Context: an optimization exercise on an open-source flow, tuned for small area, a short achievable clock period and few clock cycles per item. The choices shown serve that exercise and are no tape-out recipe. Only simulation tests tie the RTL to the original design; equivalence was not proved.

`design/flow/design.v`:
```
module halftone_step (
    input  wire        clk,
    input  wire        rst,           
    input  wire        in_valid,
    output wire        in_ready,
    input  wire        in_mode,       
    input  wire [15:0] in_v,          
    input  wire [15:0] in_e_line,     
    input  wire [15:0] in_e_held,     
    input  wire [7:0]  in_th,         
    input  wire        in_missing,    
    input  wire [7:0]  in_md,         
    input  wire [71:0] in_lv,         
    input  wire [4:0]  in_wr,         
    input  wire [4:0]  in_wdl,        
    input  wire [4:0]  in_wdr,        
    output reg         out_valid,
    input  wire        out_ready,
    output reg  [2:0]  out_level,
    output reg         out_sat,       
    output reg  [15:0] out_right,
    output reg  [15:0] out_dleft,
    output reg  [15:0] out_dright,
    output reg  [15:0] out_down
);
    assign in_ready = !out_valid || out_ready;
    wire accept = in_valid && in_ready;
    wire [11:0] lv [0:7];
    assign lv[0] = 12'd0;
    assign lv[1] = in_lv[11:0];
    assign lv[2] = in_lv[23:12];
    assign lv[3] = in_lv[35:24];
    assign lv[4] = in_lv[47:36];
    assign lv[5] = in_lv[59:48];
    assign lv[6] = in_lv[71:60];
    assign lv[7] = 12'd4095;
    wire signed [18:0] u_ed = $signed({3'b000, in_v}) + $signed(in_e_line) + $signed(in_e_held);
    wire signed [18:0] u    = in_mode ? u_ed : $signed({3'b000, in_v});
    reg [2:0] lvl;
    integer i;
    always @(*) begin
        lvl = 3'd0;
        for (i = 1; i < 7; i = i + 1)
            if (u >= $signed({3'b000, lv[i], 4'b0000}))
                lvl = i[2:0];
    end
    wire [11:0] lv_lo = lv[lvl];
    wire [11:0] lv_hi = lv[lvl + 3'd1];
    wire [11:0] lv_d  = lv_hi - lv_lo;
    wire        top   = u >= $signed({3'b000, 12'd4095, 4'b0000});
    wire [15:0] above = u[15:0] - {lv_lo, 4'b0000};
    wire [19:0] frac  = ({above, 4'b0000}) / {8'd0, lv_d};
    wire [2:0]  out_th = top ? 3'd7 : ((frac > {12'd0, in_th}) ? lvl + 3'd1 : lvl);
    wire signed [8:0]  th_c = $signed({1'b0, in_th}) - 9'sd128;
    wire signed [31:0] m_p  = th_c * $signed({1'b0, in_md}) * $signed({1'b0, lv_d});
    wire signed [31:0] m    = m_p >>> 12;
    wire signed [31:0] mid  = $signed({15'd0, lv_lo, 3'b000}) + $signed({15'd0, lv_hi, 3'b000});
    wire [2:0] out_ed = (in_missing || u < 0) ? 3'd0 :
                        top                   ? 3'd7 :
                        ($signed({{13{u[18]}}, u}) > mid + m) ? lvl + 3'd1 : lvl;
    wire [2:0] level = in_mode ? out_ed : out_th;
    wire [11:0] lv_out = lv[level];
    wire signed [19:0] err_f = $signed({u[18], u}) - $signed({4'b0000, lv_out, 4'b0000});
    wire        sat = (err_f > 20'sd32767) || (err_f < -20'sd32768);
    wire signed [15:0] err = (err_f > 20'sd32767)  ? 16'sh7fff :
                             (err_f < -20'sd32768) ? 16'sh8000 : err_f[15:0];
    wire signed [21:0] right_p  = err * $signed({1'b0, in_wr});
    wire signed [21:0] dleft_p  = err * $signed({1'b0, in_wdl});
    wire signed [21:0] dright_p = err * $signed({1'b0, in_wdr});
    wire signed [17:0] right  = right_p  >>> 4;
    wire signed [17:0] dleft  = dleft_p  >>> 4;
    wire signed [17:0] dright = dright_p >>> 4;
    wire signed [17:0] down   = $signed({{2{err[15]}}, err}) - right - dleft - dright;
    always @(posedge clk) begin
        if (rst) begin
            out_valid <= 1'b0;
        end else if (accept) begin
            out_valid <= 1'b1;
        end else if (out_ready) begin
            out_valid <= 1'b0;
        end
        if (accept) begin
            out_level  <= level;
            out_sat    <= in_mode & sat;
            out_right  <= in_mode ? right[15:0]  : 16'd0;
            out_dleft  <= in_mode ? dleft[15:0]  : 16'd0;
            out_dright <= in_mode ? dright[15:0] : 16'd0;
            out_down   <= in_mode ? down[15:0]   : 16'd0;
        end
    end
endmodule
```
`design/flow/run.sh`:
```
#!/bin/bash
# synth_recipe.tcl (not shown) runs the flow's synth.tcl, then flattens the netlist and writes it again
# the make line also repeats each setting of config.mk as NAME=value (left out here)
make -C /OpenROAD-flow-scripts/flow DESIGN_CONFIG=/design/flow/config.mk WORK_HOME=/design/flow/orfs CLKGATE_MAP_FILE= SYNTH_SCRIPT=/design/flow/synth_recipe.tcl finish
```
`design/flow/constraint.sdc`:
```
create_clock -name core_clock -period 85.0 [get_ports {clk}]
set_input_delay 17.0000 -clock core_clock [delete_from_list [all_inputs] [get_ports {clk}]]
set_output_delay 17.0000 -clock core_clock [all_outputs]
set_load 0.01 [all_outputs]
```
`design/flow/config.mk`:
```
export PLATFORM = sky130hd
export DESIGN_NAME = halftone_step
export DESIGN_NICKNAME = halftone_step
export VERILOG_FILES = /design/flow/design.v
export SDC_FILE = /design/flow/constraint.sdc
export NUM_CORES = 4
export LEC_CHECK = 0
export CAP_MARGIN = 20
export CORE_MARGIN = 2
export CORE_UTILIZATION = 40
export SLEW_MARGIN = 20
```
==> impl_metrics.json <==
{
  "outcome": "complete, no violations",
  "avgRoutedWirePerCell_um": 18.74,
  "antenna_left": 0,
  "final-setup-viol-count": 0,
  "relSlewSlack_pct": 24.01,
  "synth_seq_cells": 69,
  "slowest_delay_ps": 810,
  "syn_avg_cell_area_um2": 8.046,
  "num_vias": 35067,
  "max_freq_mhz": 12.34,
  "grt_overflow": 0,
  "drv_cap": 0,
  "crit_family": "compound AO/OA/AOI/OAI gates",
  "synth_fp_nets": 6062,
  "drt_iter0_drc": 2253,
  "dpl.hpwl_um": 98540,
  "design.die.area_mm2": 0.1009,
  "postSynth.asyncResetShare_pct": 0,
  "initial_utilization_pct": 40.14,
  "std_cell_rows": 115,
  "reg2reg_to": "out_dright[0]",
  "fin_cells": 6403,
  "cts_tree": "done",
  "timing.rr.start": "out_valid",
  "yosys.cell_types.count": 112,
  "min_period_ps": 81010,
  "dp.cells": 6355,
  "start_kind": "input port",
  "fin_skew_ps": 26.05,
  "cts-root-buf": "clkbuf_16",
  "final_common_cell": "inv_1",
  "grt.total_usage_pct": 23.68,
  "crit_type": "in -> reg",
  "nets": 6282,
  "netlist.area_leader.share_pct": 22.65,
  "grt_pass1_vias": 35352,
  "grt_max_degree": 79,
  "insertion_delay_ps": 370,
  "cts_made_buffers": 9,
  "crit_end": "out_down[15]",
  "gp_congestion": 1.007,
  "worstSetupEndpointType": "flip-flop",
  "rrSetupSlack_ps": 83410,
  "synth_edf_count": 68,
  "period_share_pct": 95.31,
  "drive_above_1_share_pct": 6.883,
  "yosys.area.top_type": "fa_1",
  "h-tree-depth": 3,
  "hold_class": "reg -> reg",
  "ioPinCount": 227,
  "die_h_um": 317.6,
  "synthCells": 4889,
  "syn_to_final_growth_pct": 12.68,
  "yosys-top-cells-area": "fa_1, ha_1, inv_1",
  "clk_pin_slew_ps": 60,
  "reg2reg_depth": 2,
  "portBuffers": 226,
  "critPathSlowestCell": "a2111oi_0",
  "synthesis.area_mm2": 0.03934,
  "cp.depth": 310,
  "yosysSeqAreaShare_pct": 5.242,
  "ys.flop_type": "edfxtp_1",
  "routed_wl_um": 120000,
  "coreArea_mm2": 0.09799,
  "cp_max_fo": 18,
  "cts_sinks": 69,
  "yosys_warnings": 1,
  "path_buf_inv": 27,
  "required_ps": 85080,
  "critical_path_arrival_ps": 81090,
  "vias_per_cell": 5.477,
  "tightest_slew_ps": 1108,
  "cts_buffer_depth": 2,
  "hold_violations": 0,
  "cts_hold_buf": 0,
  "first_pass_iters": 8,
  "die_w_um": 317.6,
  "drc": 0,
  "critPathMostFrequentCell": "o21a_1",
  "final_cell_mix": "inv_1, ha_1, fa_1",
  "antenna_found_initial": 2,
  "grt_pass1_wl_um": 193500,
  "drv_slew": 0,
  "startpoint": "in_v[1]"
}
[cell type report]
class	count	area, um^2
Clock inverter	6	65.06
Tap cell	1287	1610
Fill cell	9749	53670
Inverter	796	3003
Sequential cell	69	2062
Antenna cell	2	5.005
Multi-Input combinational cell	3876	34100
Timing Repair Buffer	357	3252
Clock buffer	10	229.0
[flip-flops by register name, summed over array words and instances, names as in the netlist]
signal	cells
out_valid	1
out_sat	1
out_level	3
out_dright	16
out_down	16
out_dleft	16
out_right	16
[layer usage]
metal	track usage (%)	vias to the layer above	part of all wire, %
met1	32.46	17023	46
li1	-	16867	-
met4	5.090	0	2.6
met2	40.82	987	47
met5	0	-	0
met3	1.764	190	4.9
[worst register-to-register path, cell delays in order, from the launching register on]
cell and delay [ps]:
dfxtp_1 310, nand2b_1 100, and2_4 760
[metrics by stage]
step           instance area (um^2)  TNS (ps)  utilization (%)  setup slack (ps)  hold slack (ps)
2_1_floorplan                 39340         0                -              6418            593.0
3_3_place_gp                  43450         0            44.35              1586            513.9
3_5_place_dp                  43460    -95.39            44.35            -95.39            520.7
4_1_cts                       43760         0            44.66             108.3            529.8
5_1_grt                       44320    -228.2            45.23            -228.2            557.0
6_report                      44320         0            45.23              3988            527.1
[worst min-delay path by stage]
stage                         start         to  slack [ps]  cells after the start
after floorplan           out_valid  out_valid         590                      2
after global placement    out_valid  out_valid         510                      2
after detailed placement  out_valid  out_valid         520                      2
after CTS                 out_valid  out_valid         530                      2
after global routing      out_valid  out_valid         560                      2
final                     out_valid  out_valid         530                      2
[cell usage after synthesis, types with 42 or more instances]
master and count:
a21o_1 90, a21oi_1 305, and2_1 254, clkbuf_1 128, edfxtp_1 68, fa_1 445
ha_1 571, inv_1 787, mux2_2 55, nand2_1 337, nand2b_1 63, nand3_1 42
nand4_1 45, nor2_1 353, nor2b_1 135, nor3_1 102, o21a_1 83, o21ai_0 161
o21bai_1 64, o31ai_1 43, xnor2_1 187, xor2_1 71
[logic make-up (layout without fill, tap and decap cells)]
family	Yosys count	count (layout)	share of synthesized area, %
mux	91	91	2.538
fa+ha+maj	1016	1016	40.81
buf+inv	944	1169	9.170
simple gates	1462	1462	18.66
compound gates	1048	1048	17.80
flops	69	69	5.242
other cells	0	2	0
xor+xnor	259	259	5.786
[repair_timing]
action / CTS / global route
hold endpoints to repair: 0 / 0
gates resized for setup: 2 / 95
gates cloned: 0 / 0
endpoints found under the setup margin: 1 / 64
pin swaps: 0 / 9
setup buffers: 0 / 30
Testbench counts, summed over its fixed seeds: cycles 32,008, items 32,000.

-- re-timing with driven ports --
The results above use ideal ports. As a check the final layout listed here was re-extracted and re-timed, cells and wires unchanged.
Step 1: set_driving_cell puts a clkbuf_16 on clk and a buf_2 on each other input, an assumption about the parent block.
Step 2 times the ports against the registers' clock, not the clock port: input delays grow and output delays shrink by t, the midpoint of the rising clock arrivals with the driver on.
a / b / c = ideal / step 1 / step 2; a / b = the first two.
t, ns: 0.405
setup WS [ns]: 3.988 / 4.015 / 3.610
slew at the worst register clock pin (ns): 0.09 / 0.09
worst data-port slew with drivers (ns): 0.06
After both steps setup and hold are still met in this run. For this run, drivers alone change the setup slack by +0.027 ns; drivers and shift together by -0.378 ns.
